This is an optimization exercise on Yosys and OpenROAD, whose aim is small area, a short achievable clock period and few clock cycles, not a production implementation.
No functional check of the RTL was part of any run shown here.

==> flow/design.v (outline; a module is shown in full before it is edited, if it fits) <==
// module crc_channel: 3721 lines
// module crc_ksel0: 8 lines
// module crc_ksel1: 8 lines
// module crc_ksel2: 8 lines
// module crc_ksel3: 8 lines
// module crc_x2: 7 lines
module crc_channel (
    input  wire        clk,
    input  wire        rst,             
    input  wire        cmd_go,
    input  wire [2:0]  cmd_set,
    input  wire        cmd_expect_en,
    input  wire [31:0] cmd_len,
    input  wire [63:0] cmd_exp,
    input  wire        cmd_terminate,
    input  wire        in_valid,
    output wire        in_ready,
    input  wire [63:0] in_data,
    output reg         done,
    output wire [1:0]  state,
    output reg  [7:0]  code,
    output reg         match,
    output reg  [63:0] result
);
  // ...
==> flow/flow/run.sh <==
#!/bin/bash
# The standard layout (standard.sh: standard synthesis, floorplan, placement,
# CTS, routing, finish), with one change: the buffers that buffer_ports puts on
# every input and output port are sky130_fd_sc_hd__buf_2 cells instead of the
# cell buffer_ports picks by itself (clkdlybuf4s50_1, a delay cell).
# make's full output goes to flow_make.log here; each ORFS step also writes its
# own log under orfs/logs/.
set -euo pipefail
bash standard.sh 'BUFFER_PORTS_ARGS=-buffer_cell sky130_fd_sc_hd__buf_2' finish > flow_make.log 2>&1
==> flow/standard.sh <==
#!/bin/bash
# synth_recipe.tcl (not shown) runs the flow's synth.tcl, then flattens the netlist and writes it again
# the make line also repeats each setting of config.mk as NAME=value (left out here)
make -C /OpenROAD-flow-scripts/flow DESIGN_CONFIG=/design/flow/config.mk WORK_HOME=/design/flow/orfs CLKGATE_MAP_FILE= SYNTH_SCRIPT=/design/flow/synth_recipe.tcl "${@:-finish}"
==> flow/config.mk <==
export PLATFORM = sky130hd
export DESIGN_NAME = crc_channel
export DESIGN_NICKNAME = crc_channel
export VERILOG_FILES = /design/flow/design.v
export SDC_FILE = /design/flow/constraint.sdc
export NUM_CORES = 4
export LEC_CHECK = 0
export CAP_MARGIN = 20
export CORE_MARGIN = 2
export CORE_UTILIZATION = 40
export CTS_BUF_LIST = sky130_fd_sc_hd__clkbuf_8
export SLEW_MARGIN = 58
export SYNTH_HIERARCHICAL = 1
==> flow/constraint.sdc <==
create_clock -name core_clock -period 20.0 [get_ports {clk}]
set_input_delay 4.0000 -clock core_clock [delete_from_list [all_inputs] [get_ports {clk}]]
set_output_delay 4.0000 -clock core_clock [all_outputs]
set_load 0.01 [all_outputs]
==> impl_results.md, run 1 <==
- Crit path capture: rot_q[26]
- CP most frequent cell: buf_4
- CTS Hold Bufs: 0
- Vias: 31100
- Met3 WL post-DR: 29.1 mm
- Clock transition at path regs: 0.07 ns
- WL met1: 79.9 mm
- DRC: 0
- Number of I/O port buffers: 240
- Reg-to-reg endpoint: crc_q[0]
- Non-Filler Instances: 5131
- Row cnt: 104
- Met1 GRT Util: 0.613
- Status: complete, no violations
- Fin Setup TNS: 0 ns
- Critical Path, Cell by Cell: buf_2, o32ai_4, buf_4, nor3_4, buf_4, buf_4, xnor2_1, a211o_1, o21ai_0, mux2i_1
- CP Max Fanout: 26
- Unique cell type count in the Yosys netlist: 70
- CP delay by family, top: buffers and inverters
- Fillers: 7745
- Final wirelength: 204 mm
- Crit-path max cell delay: 0.48 ns
- Final period util: 0.278
- Root buffer cell: clkbuf_8
- Vert. Die Dim: 290 um
==> run 2: changes to the inputs <==
--- a/flow/design.v
+++ b/flow/design.v
@@ -21,24 +21,24 @@
     localparam [7:0] ABORTED_FAULT    = 8'h21;
     localparam [7:0] FAILED_CHECK     = 8'h32;
     reg        run_q;       
     reg        st_q;        
     reg        rdy_q;       
     reg        valid_q;     
     reg        pend_q;      
     reg        first_q;     
-    reg        nb_q;        
     reg [4:0]  sel_q;       
     reg [2:0]  k_q;         
     reg [7:0]  mh_q;        
+    reg [6:0]  mt_q;        
     reg        rj_q;        
     reg        z_q;         
     reg        exp_en_q;
-    reg [63:0] exp_q;       
+    reg [63:0] xexp_q;      
     reg [31:3] rem_q;       
     reg [63:0] rot_q;       
     reg [63:0] crc_q;       
     wire       idle    = !run_q;
     wire       invalid = cmd_set[2] & (cmd_set[1] | cmd_set[0]);
     wire       len0    = (cmd_len == 32'd0);
     wire       start   = idle && cmd_go && !invalid && !len0;
     wire       take    = in_valid && rdy_q;
@@ -50,20 +50,17 @@
                          (cmd_set == 3'd1) ? 5'b00010 :
                          (cmd_set == 3'd2) ? 5'b00100 :
                          (cmd_set == 3'd3) ? 5'b01000 : 5'b10000;
     wire [2:0]   kin0, kin1, kin2, kin3;
     crc_ksel0 u_ksel0 (.kq(k_q), .len(cmd_len[2:0]), .run(run_q), .k(kin0));
     crc_ksel1 u_ksel1 (.kq(k_q), .len(cmd_len[2:0]), .run(run_q), .k(kin1));
     crc_ksel2 u_ksel2 (.kq(k_q), .len(cmd_len[2:0]), .run(run_q), .k(kin2));
     crc_ksel3 u_ksel3 (.kq(k_q), .len(cmd_len[2:0]), .run(run_q), .k(kin3));
-    wire [4:0]   sel_fb = idle ? sel_in : (nb_q ? sel_q : 5'b00000);    
-    wire [63:0]  inv_in = {32'h0, {16{sel_fb[0] | sel_fb[1]}}, {8{sel_fb[0] | sel_fb[1] | sel_fb[2]}},
-                           {8{sel_fb[0] | sel_fb[1] | sel_fb[2] | sel_fb[3]}}};
-    wire [63:0]  d_in   = in_data ^ inv_in;
+    wire [63:0]  d_in   = in_data;
     wire [63:0]  rs0, rs1, rot_in;
     genvar gb;
     generate
         for (gb = 0; gb < 64; gb = gb + 1) begin : g_rot
             wire [2:0] ks = (gb < 16) ? kin0 : (gb < 32) ? kin1 : (gb < 48) ? kin2 : kin3;
             assign rs0[gb]    = ks[0] ? d_in[(gb + 8) % 64] : d_in[gb];
             assign rs1[gb]    = ks[1] ? rs0[(gb + 16) % 64] : rs0[gb];
             assign rot_in[gb] = ks[2] ? rs1[(gb + 32) % 64] : rs1[gb];
@@ -71,29 +68,29 @@
     endgenerate
     wire [63:0]  head, tail;
     genvar gj;
     generate
         for (gj = 0; gj < 8; gj = gj + 1) begin : g_win
             assign head[8*gj +: 8] = rot_q[8*gj +: 8] & {8{mh_q[gj]}};
         end
         for (gj = 0; gj < 7; gj = gj + 1) begin : g_tail
-            assign tail[8*gj +: 8] = rot_q[8*gj +: 8] & {8{!mh_q[gj]}};
+            assign tail[8*gj +: 8] = rot_q[8*gj +: 8] & {8{mt_q[gj]}};
         end
     endgenerate
     assign tail[63:56] = 8'h00;
     wire [63:0]  x = head ^ crc_q;
     wire [63:0]  ovf = ({64{sel_q[0] & (k_q == 3'd1)}} & 64'h0000000000FFFFFF) |
                        ({64{sel_q[0] & (k_q == 3'd2)}} & 64'h000000000000FFFF) |
                        ({64{sel_q[0] & (k_q == 3'd3)}} & 64'h00000000000000FF) |
                        ({64{sel_q[1] & (k_q == 3'd1)}} & 64'h0000000000FFFFFF) |
                        ({64{sel_q[1] & (k_q == 3'd2)}} & 64'h000000000000FFFF) |
                        ({64{sel_q[1] & (k_q == 3'd3)}} & 64'h00000000000000FF) |
                        ({64{sel_q[2] & (k_q == 3'd1)}} & 64'h00000000000000FF);
-    wire [63:0]  add_new = last ? (first_q ? ovf : 64'h0) : tail;
+    wire [63:0]  add_new = last ? (first_q ? ovf : 64'h0) : (tail ^ (first_q ? tp : 64'h0));
     wire c0;
     crc_x2 u_c0 (.a(x[12]), .b(x[13]), .y(c0));
     wire c1;
     crc_x2 u_c1 (.a(x[18]), .b(x[36]), .y(c1));
     wire c2;
     crc_x2 u_c2 (.a(x[14]), .b(x[42]), .y(c2));
     wire c3;
     crc_x2 u_c3 (.a(x[11]), .b(x[32]), .y(c3));
@@ -3624,51 +3621,98 @@
     assign nat[58] = (sel_q[4] & crc_q[2]);
     assign nat[59] = (sel_q[4] & crc_q[3]);
     assign nat[60] = (sel_q[4] & crc_q[4]);
     assign nat[61] = (sel_q[4] & crc_q[5]);
     assign nat[62] = (sel_q[4] & crc_q[6]);
     assign nat[63] = (sel_q[4] & crc_q[7]);
     wire [63:0] xorout  = {32'h0, {24{sel_q[0] | sel_q[1]}}, {8{sel_q[0] | sel_q[1] | sel_q[3]}}};
     wire [63:0] res_new = nat ^ xorout;
-    wire        eq      = (res_new == exp_q);
+    wire        eq      = (nat == xexp_q);
+    wire [7:0]  kd_in;
+    generate
+        for (gj = 0; gj < 8; gj = gj + 1) begin : g_kd
+            assign kd_in[gj] = (cmd_len[2:0] == gj);
+        end
+    endgenerate
+    wire [63:0] hp_in = ({64{sel_in[0] & kd_in[0]}} & 64'h00000000FFFFFFFF) |
+                        ({64{sel_in[0] & kd_in[1]}} & 64'hFF00000000000000) |
+                        ({64{sel_in[0] & kd_in[2]}} & 64'hFFFF000000000000) |
+                        ({64{sel_in[0] & kd_in[3]}} & 64'hFFFFFF0000000000) |
+                        ({64{sel_in[0] & kd_in[4]}} & 64'hFFFFFFFF00000000) |
+                        ({64{sel_in[0] & kd_in[5]}} & 64'h00FFFFFFFF000000) |
+                        ({64{sel_in[0] & kd_in[6]}} & 64'h0000FFFFFFFF0000) |
+                        ({64{sel_in[0] & kd_in[7]}} & 64'h000000FFFFFFFF00) |
+                        ({64{sel_in[1] & kd_in[0]}} & 64'h00000000FFFFFFFF) |
+                        ({64{sel_in[1] & kd_in[1]}} & 64'hFF00000000000000) |
+                        ({64{sel_in[1] & kd_in[2]}} & 64'hFFFF000000000000) |
+                        ({64{sel_in[1] & kd_in[3]}} & 64'hFFFFFF0000000000) |
+                        ({64{sel_in[1] & kd_in[4]}} & 64'hFFFFFFFF00000000) |
+                        ({64{sel_in[1] & kd_in[5]}} & 64'h00FFFFFFFF000000) |
+                        ({64{sel_in[1] & kd_in[6]}} & 64'h0000FFFFFFFF0000) |
+                        ({64{sel_in[1] & kd_in[7]}} & 64'h000000FFFFFFFF00) |
+                        ({64{sel_in[2] & kd_in[0]}} & 64'h000000000000FFFF) |
+                        ({64{sel_in[2] & kd_in[1]}} & 64'hFF00000000000000) |
+                        ({64{sel_in[2] & kd_in[2]}} & 64'hFFFF000000000000) |
+                        ({64{sel_in[2] & kd_in[3]}} & 64'h00FFFF0000000000) |
+                        ({64{sel_in[2] & kd_in[4]}} & 64'h0000FFFF00000000) |
+                        ({64{sel_in[2] & kd_in[5]}} & 64'h000000FFFF000000) |
+                        ({64{sel_in[2] & kd_in[6]}} & 64'h00000000FFFF0000) |
+                        ({64{sel_in[2] & kd_in[7]}} & 64'h0000000000FFFF00) |
+                        ({64{sel_in[3] & kd_in[0]}} & 64'h00000000000000FF) |
+                        ({64{sel_in[3] & kd_in[1]}} & 64'hFF00000000000000) |
+                        ({64{sel_in[3] & kd_in[2]}} & 64'h00FF000000000000) |
+                        ({64{sel_in[3] & kd_in[3]}} & 64'h0000FF0000000000) |
+                        ({64{sel_in[3] & kd_in[4]}} & 64'h000000FF00000000) |
+                        ({64{sel_in[3] & kd_in[5]}} & 64'h00000000FF000000) |
+                        ({64{sel_in[3] & kd_in[6]}} & 64'h0000000000FF0000) |
+                        ({64{sel_in[3] & kd_in[7]}} & 64'h000000000000FF00);
+    wire [63:0] tp    = ({64{sel_q[0] & (k_q == 3'd1)}} & 64'h0000000000FFFFFF) |
+                        ({64{sel_q[0] & (k_q == 3'd2)}} & 64'h000000000000FFFF) |
+                        ({64{sel_q[0] & (k_q == 3'd3)}} & 64'h00000000000000FF) |
+                        ({64{sel_q[1] & (k_q == 3'd1)}} & 64'h0000000000FFFFFF) |
+                        ({64{sel_q[1] & (k_q == 3'd2)}} & 64'h000000000000FFFF) |
+                        ({64{sel_q[1] & (k_q == 3'd3)}} & 64'h00000000000000FF) |
+                        ({64{sel_q[2] & (k_q == 3'd1)}} & 64'h00000000000000FF);
+    wire [63:0] xo_in  = {32'h0, {24{sel_in[0] | sel_in[1]}}, {8{sel_in[0] | sel_in[1] | sel_in[3]}}};
     reg [7:0]   mask_in;
     always @(*) begin
         case (cmd_len[2:0])
             3'd0: mask_in = 8'hFF;
             3'd1: mask_in = 8'h80;
             3'd2: mask_in = 8'hC0;
             3'd3: mask_in = 8'hE0;
             3'd4: mask_in = 8'hF0;
             3'd5: mask_in = 8'hF8;
             3'd6: mask_in = 8'hFC;
             default: mask_in = 8'hFE;
         endcase
     end
+    integer i;
     assign in_ready = rdy_q;
     assign state    = {1'b0, st_q};
     always @(posedge clk) begin
         rot_q   <= rot_in;
         valid_q <= take;
         if (idle) begin
             sel_q    <= sel_in;
             k_q      <= cmd_len[2:0];
             mh_q     <= mask_in;
+            mt_q     <= ~mask_in[6:0];
             exp_en_q <= cmd_expect_en;
-            exp_q    <= cmd_exp;
+            xexp_q   <= cmd_exp ^ xo_in;
             rem_q    <= cmd_len[31:3];
         end else if (proc) begin
             rem_q    <= rem_q - 29'd1;
         end
         if (idle)
-            crc_q <= 64'h0;
+            crc_q <= hp_in;
         else if (proc)
             crc_q <= st_new ^ add_new;
         first_q <= idle ? 1'b1 : (proc ? 1'b0 : first_q);
-        nb_q    <= (idle | nb_q) & !take;
     end
     always @(posedge clk) begin
         if (rst) begin
             run_q  <= 1'b0;
             st_q   <= 1'b0;
             rdy_q  <= 1'b1;
             pend_q <= 1'b0;
             rj_q   <= 1'b0;
==> run 2 against run 1 <==
Effect of this change: fmax increased by 0.88%; still clean; clock-buffer cell count down 4; final cell count fell by 0.62%; sequential cell count up 6; via count decreased by 2.0%; register-to-register slack got worse by 0.11 ns; design area increased by 1.2%.
==> impl_results.md, run 2 <==
- Row cnt: 105 (was 104)
- Endpoint type of the worst setup path: flop (unchanged)
- Clock Latency Late Sink: 0.63 ns (about the same)
- Clock transition at path regs: 0.07 ns (about the same)
- Worst Hold Class: reg2reg (unchanged)
- Setup CP Type: reg2reg (was in2reg)
- TritonRoute pass-1 iters: 7 (was 9)
- Seq. cell area: 0.00825 mm^2 (was 0.00743 mm^2)
- Final Hold Fails: 0 (unchanged)
- Most frequent cell after synthesis: xor2_1 (unchanged)
- First-pass GRT wire length: 263 mm (about the same)
- I/O pin cnt: 246 (unchanged)
- DP Area: 0.0390 mm^2 (was 0.0386 mm^2)
- Vias in the first global route: 28900 (about the same)
- Number of synthesized flops with an enable pin: 180 (was 109)
- Worst r2r path cells: 16 (was 15)
- Multi-input logic area: 0.0266 mm^2 (was 0.0268 mm^2)
- Seq cells post-synth: 322 (was 316)
- Area leader, netlist: xor2_1 (unchanged)
- Setup bufs post-CTS: 0 (unchanged)
- Post-route ant nets: 0 (unchanged)
- Worst-Margin Slew: 0.692 ns (was 0.756 ns)
- Antenna violations before repair: 5 (was 8)
- Starting Density: 0.403 (was 0.404)
- Seq/Total Area, Yosys: 0.249 (was 0.227)
- Die ar.: 0.0850 mm^2 (was 0.0839 mm^2)
- Final wirelength: 202 mm (was 204 mm)
- WP buf/inv: 3 (was 4)
- Mapped cell area: 0.0331 mm^2 (was 0.0326 mm^2)
- Most frequent cells in the layout: 1571 x xor2_1, 251 x buf_2, 239 x nand2_1 (was 1544 x xor2_1, 257 x buf_2, 204 x dfxtp_1)
- Mapped Avg Cell Area: 9.11 um^2 (was 8.92 um^2)
- TritonCTS Buffers: 48 (was 46)
- Critical Path, Cell by Cell: nand2_1, xnor2_1, buf_4, xor2_1, buf_4, xor2_2, xor2_1, buf_4, xor2_1, xor2_2, xor2_1, a222oi_1, nand2_1, xor2_1, xnor2_1, a21o_1 (was buf_2, o32ai_4, buf_4, nor3_4, buf_4, buf_4, xnor2_1, a211o_1, o21ai_0, mux2i_1)
- Vias: 30500 (was 31100)
- Pins over their slew limit: 0 (unchanged)
- CTS resizes: 0 (unchanged)
- Final period util: 0.276 (was 0.278)
- Fin Setup TNS: 0 ns (unchanged)
- Final WS setup: 14.49 ns (was 14.44 ns)
- Root buffer cell: clkbuf_8 (unchanged)
- Crit path DAT: 5.88 ns (was 6.06 ns)
- # clock sinks: 322 (was 316)
- Vias/cell: 5.99 (was 6.07)
- Remaining Overflow, GRT: 0 (unchanged)
- Dpl cells: 5002 (was 5029)
- CP Max Fanout: 10 (was 26)
- CTS Hold Bufs: 0 (unchanged)
- Setup WS pre-CTS: 13.96 ns (was 13.85 ns)
- Setup violation total in the final timing report: 0 (unchanged)
- Max Freq: 181 MHz (was 180 MHz)
- Dpl hpwl: 159 mm (was 160 mm)
- Hold_sp: result[59] (was result[57])
- Reg-to-reg endpoint: crc_q[0] (unchanged)
- Dominant cells by area after synthesis: xor2_1 48%, edfxtp_1 16%, dfxtp_1 8.6% (was xor2_1 47%, dfxtp_1 13%, edfxtp_1 10%)
- H-tree levels: 2 (unchanged)
- Fillers: 7901 (was 7745)
- Reg2reg start: mh_q[4] (unchanged)
- Post-Syn Instances: 3628 (was 3656)
- Min-Delay Endpoint: result[59] (was result[57])
- GRT Total Usage: 0.463 (was 0.474)
- Area share of the largest cell type after synthesis: 0.476 (was 0.471)
- Core Util, Final: 0.492 (was 0.494)
- Core Area: 0.0820 mm^2 (was 0.0807 mm^2)
- GPL Wtd Cong: 1.12 (was 1.13)
- Crit start category: flop (was input pin)
- Crit-path max cell delay: 0.57 ns (was 0.48 ns)
- Area grow syn2layout: 22.1% (was 22.2%)
- Nets: 4158 (was 4194)
- Top FF cell, synth: edfxtp_1 (was dfxtp_1)
- Number of I/O port buffers: 240 (unchanged)
- Largest net degree at the start of global routing: 79 (was 87)
- Wire length per cell: 39.6 um (was 39.8 um)
- FFs w/ async S/R, synth: 0 (unchanged)
- RSZ-0062 raised after global routing: false (unchanged)
- DRC: 0 (unchanged)
- Yosys Warn Count: 7 (unchanged)
- Reg2reg setup slack: 14.49 ns (was 14.60 ns)
- Commonest non-fill, non-tap cell in the layout: xor2_1 (unchanged)
- Status: complete, no violations (unchanged)
- Commonest cells in the netlist: 1797 x xor2_1, 240 x nand2_1, 180 x edfxtp_1, 154 x xnor2_1, 142 x dfxtp_1 (was 1754 x xor2_1, 207 x dfxtp_1, 200 x nand2_1, 194 x a21oi_1, 184 x xnor2_1)
- Chip width: 292 um (was 290 um)
- TritonCTS clock tree: done (unchanged)
- Vert. Die Dim: 292 um (was 290 um)
- Fin crit period: 5.51 ns (was 5.56 ns)
- Crit-path slowest cell: xor2_2 (was buf_4)
- Slew HR: 0.537 (was 0.495)
- Share of layout cells above drive strength 1: 0.214 (was 0.213)
- Final instance area: 0.0404 mm^2 (was 0.0399 mm^2)
- WP data required: 20.37 ns (was 20.49 ns)
- Clock Skew: 0.0472 ns (was 0.0609 ns)
- CP delay by family, top: XOR/XNOR gates (was buffers and inverters)
- WHS Path Cells: 2 (unchanged)
- Unique cell type count in the Yosys netlist: 58 (was 70)
- Non-Filler Instances: 5099 (was 5131)
- MaxCap Viol Count: 0 (unchanged)
- CP most frequent cell: xor2_1 (was buf_4)
- Bufs on Longest Clock Path: 3 (unchanged)
- DRT iter0 DRCs: 5125 (was 5390)
-- run 2: cell types whose count changed after synthesis, sizes merged, moves of 20 or more --
cell / before / now
a211oi: 56 / 30
a21oi: 194 / 116
buf: 43 / 63
clkbuf: 131 / 109
dfxtp: 207 / 142
edfxtp: 109 / 180
nand2: 200 / 240
nand3: 45 / 95
nor2b: 41 / 0
xnor2: 184 / 154
xor2: 1754 / 1797
-- run 2: area by class of cell --
cell class	instances	area share
Timing Repair Buffer	478	0.0767
Clock inverter	34	0.00468
Tap cell	1070	0.0332
Multi-Input combinational cell	3121	0.660
Antenna cell	1	0.0000620
Inverter	17	0.00177
Sequential cell	322	0.204
Clock buffer	56	0.0191
-- run 2: layer usage --
layer  part of all wire  GRT usage  vias to the layer above
met5            0.00020          0                        -
met2               0.39      0.635                     2352
met3               0.14      0.204                      529
li1                   -          -                    12600
met1               0.39      0.598                    15000
met4              0.069      0.265                        6
-- run 2: worst register-to-register path, delay by kind of cell, from the launching register on --
family,cells,cell delay (ns)
and+or+nand+nor,2,0.28
buffers and inverters,3,0.99
DFF,1,0.53
AOI/OAI and AO/OA,2,0.47
xor gates and xnor gates,9,2.99
-- run 2: worst max path at each step --
| stage | slack, ns | from | end | cells past startpoint |
|---|---|---|---|---|
| after floorplan | 14.43 | cmd_len[0] | rot_q[16] | 7 |
| after global placement | 13.73 | cmd_len[0] | rot_q[0] | 6 |
| after detailed placement | 13.96 | cmd_len[0] | rot_q[1] | 5 |
| after CTS | 14.61 | cmd_len[0] | rot_q[1] | 5 |
| after global routing | 14.48 | cmd_len[0] | rot_q[1] | 5 |
| final | 14.49 | mh_q[4] | crc_q[0] | 16 |
-- run 2: per-stage QoR --
stage	hold WS [ns]
after CTS	0.453
after global routing	0.470
final	0.451
after global placement	0.438
after floorplan	0.441
after detailed placement	0.444
-- run 2: cell families after synthesis --
family / Yosys count / synth area share
buffers and inverters: 189 / 0.0241
AND/OR/NAND/NOR: 603 / 0.0830
flip-flops: 322 / 0.249
other: 1 / 0.000113
adder cells (fa/ha/maj): 1 / 0.000378
AO/OA/AOI/OAI: 419 / 0.0814
XOR/XNOR: 1951 / 0.517
multiplexers: 142 / 0.0447
-- run 2: modules after synthesis (local to each module, per instance) --
| module | cells inside | area (um^2) | flip-flops and latches |
|---|---|---|---|
| crc_channel | 1912 | 18000 | 322 |
| crc_ksel0 | 3 | 33.8 | 0 |
| crc_ksel1 | 3 | 33.8 | 0 |
| crc_ksel2 | 3 | 33.8 | 0 |
| crc_ksel3 | 3 | 33.8 | 0 |
| crc_x2 | 1 | 8.76 | 0 |

what the ideal ports hide:
No port has a modelled driver above. Below, the same layouts with a new extraction and two added sets of constraints. Step 1 assumes that a clkbuf_16 drives the clock port and a buf_2 every other input. Step 2 times the ports against the registers' clock, not the clock port: input delays grow and output delays shrink by t, the midpoint of the rising clock arrivals with the driver on. Three values: ideal, step 1, step 2; two values: the first two.
run | t, ns | setup WS [ns] | hold WS [ns] | cell pins on the clock port's net
run 1 | 0.641 | 14.439 / 14.441 / 13.800 | 0.450 / 0.450 / 0.450 | 1
run 2 | 0.665 | 14.488 / 14.488 / 13.837 | 0.451 / 0.451 / 0.451 | 1
After both steps every run listed still meets setup and hold. The setup slack of run 2, which loses most, moves by 0.000 ns with the drivers and by -0.651 ns with both steps.
